What follows belongs to an exercise in optimizing a design on an open flow for small area, a short achievable clock period and few clock cycles per item; a production flow would make more cautious choices. No functional check of the RTL was part of any run shown here. Power and IR drop assume default switching activity.

**flow/design.v**
```verilog
module lg_encoder (
    input  wire        clk,
    input  wire        rst,
    input  wire        in_valid,
    output wire        in_ready,
    input  wire [63:0] in_word,
    output wire        out_valid,
    input  wire        out_ready,
    output wire [63:0] out_word,
    output wire [2:0]  out_code,
    output wire        out_last
);
    localparam [1:0] T_ZERO = 2'b00, T_REPEAT = 2'b01, T_DELTA = 2'b10, T_LIT = 2'b11;
    localparam [1:0] M_ZERO = 2'd0, M_COMP = 2'd1, M_RAW = 2'd2;
    reg  [63:0] in_r;
    reg         in_v;
    reg  [63:0] prev;          
    reg  [4:0]  wt;            
    reg         tg_v;          
    reg  [1:0]  tg;            
    reg  [15:0] tg_d;          
    reg         tg_last;       
    reg  [4:0]  wp_n;          
    reg  [8:0]  pbytes;        
    reg         allz;          
    reg         hasd;          
    reg  [4:0]  dpos;          
    reg  [63:0] hdr_acc;       
    reg  [63:0] acc;           
    reg  [3:0]  an;            
    reg         flush;         
    reg  [63:0] mem [0:31];
    reg  [4:0]  wp;
    reg  [31:0] rsel;          
    reg  [5:0]  cnt;           
    reg         q_v;
    reg  [1:0]  q_mode;
    reg  [2:0]  q_code;
    reg  [63:0] q_hdr;
    reg  [5:0]  q_nb;          
    reg  [4:0]  q_last;        
    reg         q_hd;
    reg  [4:0]  q_d;
    reg         cur_v;
    reg  [1:0]  cur_mode;
    reg  [4:0]  k;             
    reg  [5:0]  cur_nb;
    reg  [4:0]  cur_last;
    reg         cur_hd;
    reg  [4:0]  cur_d;
    reg  [63:0] ob;
    reg         ob_v;
    reg  [2:0]  ob_code;
    reg         ob_last;
    reg  [47:0] pb;            
    wire        adv = !(flush && q_v) && ((cnt != 6'd32) || (flush && an == 4'd0));
    assign in_ready = adv;
    wire        first = (wt == 5'd0);
    wire [63:0] a = in_r;
    wire [63:0] b = prev;
    wire        is_zero = (a == 64'd0);
    wire        is_eq   = (a == b);
    wire [48:0] ah = a[63:15];
    wire [48:0] bh = b[63:15];
    wire        brw = (a[14:0] < b[14:0]);
    reg  [48:0] cp, cm;
    integer ii;
    always @(*) begin
        cp[0] = 1'b1; cm[0] = 1'b1;
        for (ii = 1; ii < 49; ii = ii + 1) begin
            cp[ii] = cp[ii-1] & bh[ii-1];     
            cm[ii] = cm[ii-1] & ah[ii-1];     
        end
    end
    wire        hi_eq = (ah == bh);
    wire        hi_p1 = ((ah ^ bh ^ cp) == 49'd0);    
    wire        hi_m1 = ((ah ^ bh ^ cm) == 49'd0);    
    wire        small_n = hi_eq | (brw ? hi_p1 : hi_m1);
    wire        small_f = (a[63:15] == {49{1'b0}}) || (a[63:15] == {49{1'b1}});
    wire [15:0] dlt = a[15:0] - (first ? 16'd0 : b[15:0]);
    reg  [1:0]  tag;
    always @(*) begin
        if (is_zero)                  tag = T_ZERO;
        else if (!first && is_eq)     tag = T_REPEAT;
        else if (first ? small_f : small_n) tag = T_DELTA;
        else                          tag = T_LIT;
    end
    wire        take = adv && tg_v;
    wire [3:0]  plen = !tg_v ? 4'd0 : (tg == T_LIT) ? 4'd8 : (tg == T_DELTA) ? 4'd2 : 4'd0;
    wire [63:0] pay  = plen[3] ? prev : plen[1] ? {48'd0, tg_d} : 64'd0;
    reg  [127:0] comb;
    always @(*) begin
        case (an)
            4'd0:    comb = {64'd0, pay};
            4'd2:    comb = {48'd0, pay, acc[15:0]};
            4'd4:    comb = {32'd0, pay, acc[31:0]};
            4'd6:    comb = {16'd0, pay, acc[47:0]};
            default: comb = {pay, acc};
        endcase
    end
    wire [4:0]  ctot = {1'b0, an} + {1'b0, plen};
    wire        full8 = (ctot >= 5'd8);
    wire        emit = adv && (flush ? (an != 4'd0) : full8);
    wire [63:0] emit_beat = flush ? acc : comb[63:0];
    wire        raw_g  = (pbytes > 9'd248);
    wire [2:0]  nsec   = (pbytes <= 9'd56) ? 3'd1 : (pbytes <= 9'd120) ? 3'd2 :
                         (pbytes <= 9'd184) ? 3'd3 : 3'd4;
    wire [5:0]  nbeats = pbytes[8:3] + {5'd0, pbytes[2:0] != 3'd0};
    always @(posedge clk) begin
        if (adv) begin
            in_r <= in_word;
            if (in_v) begin
                prev <= a;
                tg   <= tag;
                tg_d <= dlt;
                tg_last <= (wt == 5'd31);
            end
        end
        if (take) hdr_acc <= {tg, hdr_acc[63:2]};
        if (adv) begin
            if (flush)
                acc <= pay;
            else if (full8)
                acc <= comb[127:64];
            else
                acc <= comb[63:0];
        end
        if (emit) mem[wp] <= emit_beat;
    end
    always @(posedge clk) begin
        if (rst) begin
            in_v   <= 1'b0;
            wt     <= 5'd0;
            tg_v   <= 1'b0;
            wp_n   <= 5'd0;
            pbytes <= 9'd0;
            allz   <= 1'b1;
            hasd   <= 1'b0;
            an     <= 4'd0;
            flush  <= 1'b0;
            wp     <= 5'd0;
        end else begin
            if (adv) begin
                in_v <= in_valid;
                tg_v <= in_v;
                if (in_v) wt <= wt + 5'd1;
                flush <= take && tg_last;
                if (flush)
                    an <= plen;
                else if (full8)
                    an <= ctot[3:0] - 4'd8;
                else
                    an <= ctot[3:0];
            end
            if (flush && adv) begin
                pbytes <= {5'd0, plen};
                allz   <= !take || tg == T_ZERO;
                hasd   <= take && tg == T_DELTA;
                dpos   <= 5'd0;
                wp_n   <= take ? 5'd1 : 5'd0;
            end else if (take) begin
                pbytes <= pbytes + {5'd0, plen};
                if (tg != T_ZERO) allz <= 1'b0;
                if (tg == T_DELTA) begin hasd <= 1'b1; dpos <= wp_n; end
                wp_n <= wp_n + 5'd1;
            end
            if (emit) wp <= wp + 5'd1;
        end
    end
    reg [63:0] rd;
    integer r;
    always @(*) begin
        rd = 64'd0;
        for (r = 0; r < 32; r = r + 1)
            rd = rd | ({64{rsel[r]}} & mem[r]);
    end
    wire        from_q   = !cur_v;
    wire [1:0]  s_mode   = from_q ? q_mode : cur_mode;
    wire [4:0]  s_k      = from_q ? 5'd0 : k;
    wire [5:0]  s_nb     = from_q ? q_nb : cur_nb;
    wire [4:0]  s_last   = from_q ? q_last : cur_last;
    wire        s_hd     = from_q ? q_hd : cur_hd;
    wire [4:0]  s_d      = from_q ? q_d : cur_d;
    wire        nx_avail = cur_v || q_v;
    wire        raw_at    = s_hd && (s_k == s_d);
    wire        raw_after = s_hd && (s_k > s_d);
    wire        k0     = (s_k == 5'd0);
    wire [16:0] lo_sum = {1'b0, k0 ? 16'd0 : ob[15:0]} + {1'b0, rd[15:0]};
    wire [47:0] hi_inc = ob[63:16] + 48'd1;
    wire [47:0] hi_dec = ob[63:16] - 48'd1;
    wire [47:0] hi_sum = k0 ? {48{rd[15]}} :
                         (rd[15] == lo_sum[16]) ? ob[63:16] :
                         rd[15] ? hi_dec : hi_inc;
    wire [63:0] dsum   = {hi_sum, lo_sum[15:0]};
    wire        comp_mem  = !k0 && ({1'b0, s_k} <= s_nb);
    reg  [63:0] nx_word;
    reg         nx_read;
    always @(*) begin
        nx_read = 1'b0;
        case (s_mode)
            M_RAW: begin
                nx_read = 1'b1;
                if (raw_at)         nx_word = dsum;
                else if (raw_after) nx_word = {rd[15:0], pb};
                else                nx_word = rd;
            end
            M_COMP: begin
                if (k0)             nx_word = q_hdr;
                else if (comp_mem) begin nx_word = rd; nx_read = 1'b1; end
                else                nx_word = 64'd0;
            end
            default:                nx_word = 64'd0;
        endcase
    end
    wire load = (!ob_v || out_ready) && nx_avail;
    wire rdo  = load && nx_read;
    always @(posedge clk) begin
        if (load) begin
            ob      <= nx_word;
            ob_code <= from_q ? q_code : ob_code;
            ob_last <= (s_k == s_last);
        end
        if (rdo) pb <= rd[63:16];
        if (load && from_q) begin
            cur_mode <= q_mode;
            cur_nb   <= q_nb;
            cur_last <= q_last;
            cur_hd   <= q_hd;
            cur_d    <= q_d;
        end
        if (flush && adv) begin
            q_hdr  <= hdr_acc;
            q_nb   <= nbeats;
            q_hd   <= hasd && raw_g;
            q_d    <= dpos;
            if (allz) begin
                q_mode <= M_ZERO; q_code <= 3'd0; q_last <= 5'd0;
            end else if (raw_g) begin
                q_mode <= M_RAW;  q_code <= 3'd5; q_last <= 5'd31;
            end else begin
                q_mode <= M_COMP; q_code <= nsec; q_last <= {nsec[1:0] - 2'd1, 3'b111};
            end
        end
    end
    always @(posedge clk) begin
        if (rst) begin
            ob_v  <= 1'b0;
            q_v   <= 1'b0;
            cur_v <= 1'b0;
            k     <= 5'd0;
            rsel  <= 32'd1;
            cnt   <= 6'd0;
        end else begin
            if (load) ob_v <= 1'b1;
            else if (out_ready) ob_v <= 1'b0;
            if (load) begin
                if (s_k == s_last) begin
                    cur_v <= 1'b0;
                end else begin
                    cur_v <= 1'b1;
                    k     <= s_k + 5'd1;
                end
            end
            if (flush && adv) q_v <= 1'b1;
            else if (load && from_q) q_v <= 1'b0;
            if (rdo) rsel <= {rsel[30:0], rsel[31]};
            cnt <= cnt + {5'd0, emit} - {5'd0, rdo};
        end
    end
    assign out_valid = ob_v;
    assign out_word  = ob;
    assign out_code  = ob_code;
    assign out_last  = ob_last;
endmodule
```
**flow/run.sh**
```bash
#!/bin/bash
# synth_recipe.tcl (not shown) runs the flow's synth.tcl, then flattens the netlist and writes it again
# the make line also repeats each setting of config.mk as NAME=value (left out here)
make -C /OpenROAD-flow-scripts/flow DESIGN_CONFIG=/design/flow/config.mk WORK_HOME=/design/flow/orfs CLKGATE_MAP_FILE= SYNTH_SCRIPT=/design/flow/synth_recipe.tcl finish
```
**flow/config.mk**
```make
export PLATFORM = sky130hd
export DESIGN_NAME = lg_encoder
export DESIGN_NICKNAME = lg_encoder
export VERILOG_FILES = /design/flow/design.v
export SDC_FILE = /design/flow/constraint.sdc
export NUM_CORES = 4
export LEC_CHECK = 0
export CAP_MARGIN = 20
export CORE_MARGIN = 2
export CORE_UTILIZATION = 60
export SETUP_SLACK_MARGIN = 5
export SLEW_MARGIN = 20
```
**flow/constraint.sdc**
```tcl
create_clock -name core_clock -period 10.0 [get_ports {clk}]
set_input_delay 2.0000 -clock core_clock [delete_from_list [all_inputs] [get_ports {clk}]]
set_output_delay 2.0000 -clock core_clock [all_outputs]
set_load 0.01 [all_outputs]
```
==> metrics.yaml, run 1 <==
crit_path_end_kind: "flop"
synth_area_mm2: 0.1055
p_sw_frac: 0.2285
path_class: "flop to flop"
cp-start-kind: "flop"
dieArea_mm2: 0.1792
cp_max_fo: 21
synth_area_per_cell_um2: 15.27
worstPathRequired_ns: 10.61
via_count: 72702
ir_worst_vdd_mv: 0.2120
grt_pass1_vias: 67474
hp-class: "flop to flop"
synth.distinct_cells: 89
yosysWarningCount: 1
drt-total-wl_um: 382200
multiInputGateArea_mm2: 0.02655
drcViolationCount: 0
cts.sinks: 2622
period_share: 0.5019
slew_headroom: 0.2111
core_area_mm2: 0.1742
antenna_found_initial: 23
viasPerCell: 7.470
track_usage: 0.4176
synthToLayoutAreaGrowth_pct: 14.79
critical_path.cell_chain: "a221oi_2, nand3_2, buf_12, or4_4, buf_8, ha_2, nand2_1, nor4_4, o2111ai_2, a21oi_2, buf_4, nor2_2, o31a_1, o21ai_1, mux2_2, o32ai_2, a21oi_1"
worst_pin_slew_ns: 1.183
preCtsSetupSlack_ns: 3.908
dr.pass1.iters: 9
cpMaxStageDelayCell: "or4_4"
synth_top_area_frac: 0.7243
ant_nets: 0
cts_max_path_buffers: 4
cts.clk_slew.worst_paths_ns: 0.07
syn_inst: 6912
grt-ovfl-total: 0
crit_arrival_ns: 5.63
gp_congestion: 0.9181
yosysTopAreaCell: "edfxtp_1"
grt_pass1_wl_um: 522000
die_w_um: 423.4
rows: 153
skew_ns: 0.06514
setup_tns_ns: 0
io_buffer_count: 137
setup_violations: 0
fin_crit_ns: 5.019
drive_gt1_frac: 0.1249
ys_ff_latch: 2622
drv_slew: 0
die_h_um: 423.4
dp.final_hpwl_um: 209000
wl_per_cell_um: 39.27
fillers: 11537
cts_made_buffers: 278
leakagePower_nw: 39.66
syn_nets: 7114
power_frac_seq: 0.527
io_pins: 138
hold_violations: 0
power_w: 0.02394
clkPwrFrac: 0.407
synth_edf_count: 2545
insertion_delay_ns: 0.95
dr.first_iter.drc_count: 12842
outcome: "no timing/DRC/antenna violations"
p_comb_frac: 0.067
utilization: 0.6953
start_util: 0.6057
cap_violations: 0
cts-root-buf: "clkbuf_16"
setup_ws_ns: 4.981
fmax_mhz: 199.2
intPower_w: 0.01847
grt_max_degree: 76
p_sw_w: 0.005471
synth_area_leaders: "edfxtp_1 72%, a22oi_1 6.0%, ha_1 1.5%"
hold_buffers: 0
power.density_mw_per_mm2: 197.6
async_flop_share: 0
nets: 7379
cpPeakStageDelay_ns: 0.55
cts-htree-levels: 5
synth-main-ff-cell: "edfxtp_1"
rsz0062_at_grt: "yes"
cts_tree: "built"
seq_area_mm2: 0.07809
ys_seq_area_frac: 0.7389
flip-flops by register name, indices dropped and copies added, names as in the netlist, 8 cells and up:
register / cells
prev: 64
in_r: 64
rsel: 32
tg_d: 16
mem: 2048
pbytes: 8
hdr_acc: 64
pb: 48
acc: 64
q_hdr: 64
ob: 64
power groups by stage:
stage / sequential [W] / clock (W) / combinational (W)
6_report: 0.0126 / 0.00973 / 0.00159
4_1_cts: 0.0126 / 0.00973 / 0.00150
2_1_floorplan: 0.0127 / 0 / 0.000942
3_3_place_gp: 0.0128 / 0 / 0.00145
5_1_grt: 0.0126 / 0.0101 / 0.00169
3_5_place_dp: 0.0128 / 0 / 0.00147
logic make-up (layout without fill, tap and decap cells):
| group | Yosys count | after routing | synth area share |
|---|---|---|---|
| fa+ha+maj | 134 | 134 | 0.01617 |
| compound gates | 1999 | 1999 | 0.1374 |
| mux | 96 | 96 | 0.009332 |
| simple gates | 1363 | 1368 | 0.06579 |
| xor+xnor | 153 | 153 | 0.01270 |
| buf+inv | 545 | 996 | 0.01970 |
| other cells | 0 | 39 | 0 |
| flops | 2622 | 2622 | 0.7389 |
path summary, 6_finish.rpt:
check,startpoint,depth (start not counted),end,slack [ns]
worst min-delay path,hdr_acc[0]$_DFFE_PP_,0,q_hdr[0]$_DFFE_PP_,0.40
worst max-delay path,rsel[25]$_SDFFE_PP0P_,17,ob[52]$_DFFE_PP_,4.98
worst max register to register,rsel[25]$_SDFFE_PP0P_,17,ob[52]$_DFFE_PP_,4.98
worst min register to register,hdr_acc[0]$_DFFE_PP_,0,q_hdr[0]$_DFFE_PP_,0.40
synthesized netlist by cell type, drive strengths merged (25+ instances only):
cell / instances
nand4: 164
and3: 31
nor4: 38
inv: 89
a31oi: 27
dfxtp: 77
a22o: 144
nor2: 290
nand3: 200
a21oi: 275
and2: 34
o21a: 36
o21ai: 175
nand2: 305
nor2b: 30
a21o: 45
xnor2: 78
or3: 25
nand2b: 33
edfxtp: 2545
nor3: 78
buf: 116
mux2i: 77
o221ai: 39
ha: 130
a22oi: 838
a221oi: 171
clkbuf: 339
or4: 71
o211ai: 28
xor2: 75
o22ai: 33
layout by cell type (no fill, tap or decap), types with 164 or more instances in the layout:
cell type  count
a21oi_1      250
a221oi_1     165
a22oi_1      838
buf_4        190
clkbuf_16    292
edfxtp_1    2545
nand2_1      297
nand3_1      192
nand4_1      164
nor2_1       250
cell type report:
class,count,area share
well taps,2325,0.02402
clock inverters,126,0.008016
flip-flops and latches,2622,0.6447
repair buffers,435,0.03942
inverters,90,0.003016
multi-input cells,3750,0.2192
diodes,39,0.0008057
clock buffers,345,0.06082
per-stage QoR:
step	hold slack (ns)	instances	area (um^2)
after floorplan	0.4003	6912	105800
after global placement	0.4016	9108	110300
after detailed placement	0.4045	9109	110300
after CTS	0.3958	9650	119900
after global routing	0.4122	9694	121000
final	0.3985	9732	121100
critical path: cells and delay by family (launching register included):
family | cells | cell delay (ns)
AOI/OAI and AO/OA | 7 | 1.66
and+or+nand+nor | 5 | 1.19
buffers and inverters | 3 | 0.53
DFF | 1 | 0.51
adders and majority gates | 1 | 0.40
muxes | 1 | 0.35
metal layers:
layer | track usage | vias up | wire, um
met2 | 0.6029 | 6424 | 164800
met5 | 0 | - | 140
met3 | 0.1120 | 1254 | 57040
met1 | 0.5839 | 36309 | 135700
li1 | - | 28703 | -
met4 | 0.2232 | 12 | 24530
repair_timing:
item / CTS / global route
setup buffers: 65 / 33
hold endpoints to repair: 0 / 0
pin swaps: 24 / 28
gates resized for setup: 97 / 105
gates cloned: 5 / 8
setup endpoints to repair: 1598 / 1932
==> run 2: changes to the inputs <==
--- a/flow/config.mk
+++ b/flow/config.mk
@@ -5,6 +5,7 @@
 export SDC_FILE = /design/flow/constraint.sdc
 export NUM_CORES = 4
 export LEC_CHECK = 0
+export ABC_CLOCK_PERIOD_IN_PS = 3000
 export CAP_MARGIN = 20
 export CORE_MARGIN = 2
 export CORE_UTILIZATION = 60
==> run 2 against run 1 <==
Final cell count stayed put. Clock skew stayed put. Via count stayed put. Setup slack stayed put. Worst hold slack stayed put. Synthesized cell count stayed put. First-iteration DRC count stayed put. Clock-buffer cell count stayed put. Largest power group unchanged.
==> metrics.yaml, run 2 <==
setup_tns_ns: 0  # unchanged
insertion_delay_ns: 0.95  # about the same
post-place-cells: 9109  # unchanged
path_class: "flop to flop"  # unchanged
slew_headroom: 0.2111  # unchanged
top_register: "mem"  # unchanged
period_share: 0.5019  # unchanged
core_area_mm2: 0.1742  # unchanged
synth_area_mm2: 0.1055  # unchanged
synth_edf_count: 2545  # unchanged
grt-ovfl-total: 0  # unchanged
synth_area_leaders: "edfxtp_1 72%, a22oi_1 6.0%, ha_1 1.5%"  # unchanged
track_usage: 0.4176  # unchanged
cts_made_buffers: 278  # unchanged
synth_area_per_cell_um2: 15.27  # unchanged
synth.distinct_cells: 89  # unchanged
p_sw_frac: 0.2285  # unchanged
cp-start-kind: "flop"  # unchanged
viasPerCell: 7.470  # unchanged
cap_violations: 0  # unchanged
async_flop_share: 0  # unchanged
clkPwrFrac: 0.407  # about the same
cts-root-buf: "clkbuf_16"  # unchanged
fmax_mhz: 199.2  # unchanged
p_sw_w: 0.005471  # unchanged
crit_arrival_ns: 5.63  # about the same
start_util: 0.6057  # unchanged
cts.clk_slew.worst_paths_ns: 0.07  # about the same
nets: 7379  # unchanged
yosysTopAreaCell: "edfxtp_1"  # unchanged
synth-main-ff-cell: "edfxtp_1"  # unchanged
intPower_w: 0.01847  # unchanged
ir_worst_vdd_mv: 0.2120  # unchanged
fillers: 11537  # unchanged
fin_crit_ns: 5.019  # unchanged
outcome: "no timing/DRC/antenna violations"  # unchanged
power_frac_seq: 0.527  # about the same
grt_pass1_wl_um: 522000  # unchanged
cts.sinks: 2622  # unchanged
ys_ff_latch: 2622  # unchanged
rows: 153  # unchanged
seq_area_mm2: 0.07809  # unchanged
die_w_um: 423.4  # unchanged
rr_worst_depth: 17  # unchanged
synthToLayoutAreaGrowth_pct: 14.79  # unchanged
skew_ns: 0.06514  # unchanged
ys_seq_area_frac: 0.7389  # unchanged
crit_path_end_kind: "flop"  # unchanged
io_buffer_count: 137  # unchanged
final_common_cell: "edfxtp_1"  # unchanged
hold_buffers: 0  # unchanged
stdcell_count: 9732  # unchanged
hp-class: "flop to flop"  # unchanged
power.density_mw_per_mm2: 197.6  # unchanged
wl_per_cell_um: 39.27  # unchanged
io_pins: 138  # unchanged
syn_inst: 6912  # unchanged
cts_max_path_buffers: 4  # unchanged
synth.most_common_cell: "edfxtp_1"  # unchanged
via_count: 72702  # unchanged
worstPathRequired_ns: 10.61  # about the same
cts_tree: "built"  # unchanged
worst_pin_slew_ns: 1.183  # unchanged
synth_common_cells: "2545 x edfxtp_1, 838 x a22oi_1, 339 x clkbuf_1"  # unchanged
syn_nets: 7114  # unchanged
yosysWarningCount: 1  # unchanged
cp_max_fo: 21  # unchanged
drv_slew: 0  # unchanged
drive_gt1_frac: 0.1249  # unchanged
ant_nets: 0  # unchanged
drcViolationCount: 0  # unchanged
die_h_um: 423.4  # unchanged
power_w: 0.02394  # unchanged
cts-htree-levels: 5  # unchanged
drt-total-wl_um: 382200  # unchanged
dieArea_mm2: 0.1792  # unchanged
final_cell_mix: "2545 x edfxtp_1, 838 x a22oi_1, 297 x nand2_1, 292 x clkbuf_16"  # unchanged
dr.first_iter.drc_count: 12842  # unchanged
multiInputGateArea_mm2: 0.02655  # unchanged
grt_max_degree: 76  # unchanged
gp_congestion: 0.9181  # unchanged
antenna_found_initial: 23  # unchanged
min_path_cells: 0  # unchanged
hold_violations: 0  # unchanged
grt_pass1_vias: 67474  # unchanged
largest_reg_flops: 2048  # unchanged
leakagePower_nw: 39.66  # unchanged
dr.pass1.iters: 9  # unchanged
dp.final_hpwl_um: 209000  # unchanged
rsz0062_at_grt: "yes"  # unchanged
setup_violations: 0  # unchanged
synth_top_area_frac: 0.7243  # unchanged
p_comb_frac: 0.067  # about the same
==> run 2: cell families after synthesis <==
family | after synthesis | share of synthesized area
buf+inv | 545 | 0.01970
fa+ha+maj | 134 | 0.01617
xor+xnor | 153 | 0.01270
simple gates | 1363 | 0.06579
mux | 96 | 0.009332
flops | 2622 | 0.7389
compound gates | 1999 | 0.1374
==> run 2: final cells by class <==
type / instances / area share
sequential: 2622 / 0.6447
antenna: 39 / 0.0008057
multi-input combinational: 3750 / 0.2192
clock buffer: 345 / 0.06082
inverter: 90 / 0.003016
tap: 2325 / 0.02402
timing repair buffer: 435 / 0.03942
clock inverter: 126 / 0.008016
==> run 2: power by group through the flow <==
stage               clock, W  sequential, W  combinational [W]
floorplan                  0         0.0127           0.000942
global placement           0         0.0128            0.00145
detailed placement         0         0.0128            0.00147
CTS                  0.00973         0.0126            0.00150
global route          0.0101         0.0126            0.00169
finish               0.00973         0.0126            0.00159
==> run 2: timing repair <==
item,CTS,global route
endpoints found under the setup margin,1598,1932
resized for setup,97,105
gates cloned,5,8
pin swaps,24,28
setup buffers,65,33
==> run 2: path summary, 6_finish.rpt <==
path,end,slack (ns),from
worst max-delay path,ob[52]$_DFFE_PP_,4.98,rsel[25]$_SDFFE_PP0P_
worst min-delay path,q_hdr[0]$_DFFE_PP_,0.40,hdr_acc[0]$_DFFE_PP_
worst max register to register,ob[52]$_DFFE_PP_,4.98,rsel[25]$_SDFFE_PP0P_
worst min register to register,q_hdr[0]$_DFFE_PP_,0.40,hdr_acc[0]$_DFFE_PP_
==> run 2: layer usage <==
metal	vias up	wire length, um	share of wire	GRT usage
met5	-	140	0.00037	0
met3	1254	57040	0.15	0.1120
met4	12	24530	0.064	0.2232
met2	6424	164800	0.43	0.6029
met1	36309	135700	0.36	0.5839
li1	28703	-	-	-
==> run 2: worst max-delay path, stage by stage, from the launching register on <==
cell and delay [ns]:
dfxtp_4 0.51, a221oi_2 0.31, nand3_2 0.14, buf_12 0.17, or4_4 0.55, buf_8 0.19
ha_2 0.40, nand2_1 0.13, nor4_4 0.32, o2111ai_2 0.24, a21oi_2 0.29, buf_4 0.17
nor2_2 0.05, o31a_1 0.32, o21ai_1 0.15, mux2_2 0.35, o32ai_2 0.26, a21oi_1 0.09
==> run 2: stage by stage <==
stage	hold slack (ns)	worst slack, ns	instance area, um^2	util
final	0.3985	4.981	121100	0.6953
after global routing	0.4122	4.882	121000	0.6948
after CTS	0.3958	4.432	119900	0.6885
after detailed placement	0.4045	3.908	110300	0.6333
after global placement	0.4016	3.863	110300	0.6332
after floorplan	0.4003	4.568	105800	-

==> re-timing with driven ports <==
The results above use ideal ports. As a check the final layouts listed here were re-extracted and re-timed, cells and wires unchanged. Step 1 sets driving cells, clkbuf_16 on the clock port and buf_2 on the other inputs (assumed; they add their load-dependent delay and slew). Step 2 times the ports against the registers' clock, not the clock port: input delays grow and output delays shrink by t, the midpoint of the rising clock arrivals with the driver on. Three values: ideal ports, drivers, drivers and shift; two values: the first two.
run | shift t [ns] | slack for setup (ns) | worst register clock-pin slew, ns
run 1 | 1.007 | 4.981 / 4.981 / 4.776 | 0.07 / 0.07
run 2 | 1.007 | 4.981 / 4.981 / 4.776 | 0.07 / 0.07
After both steps setup and hold are still met in every run listed.
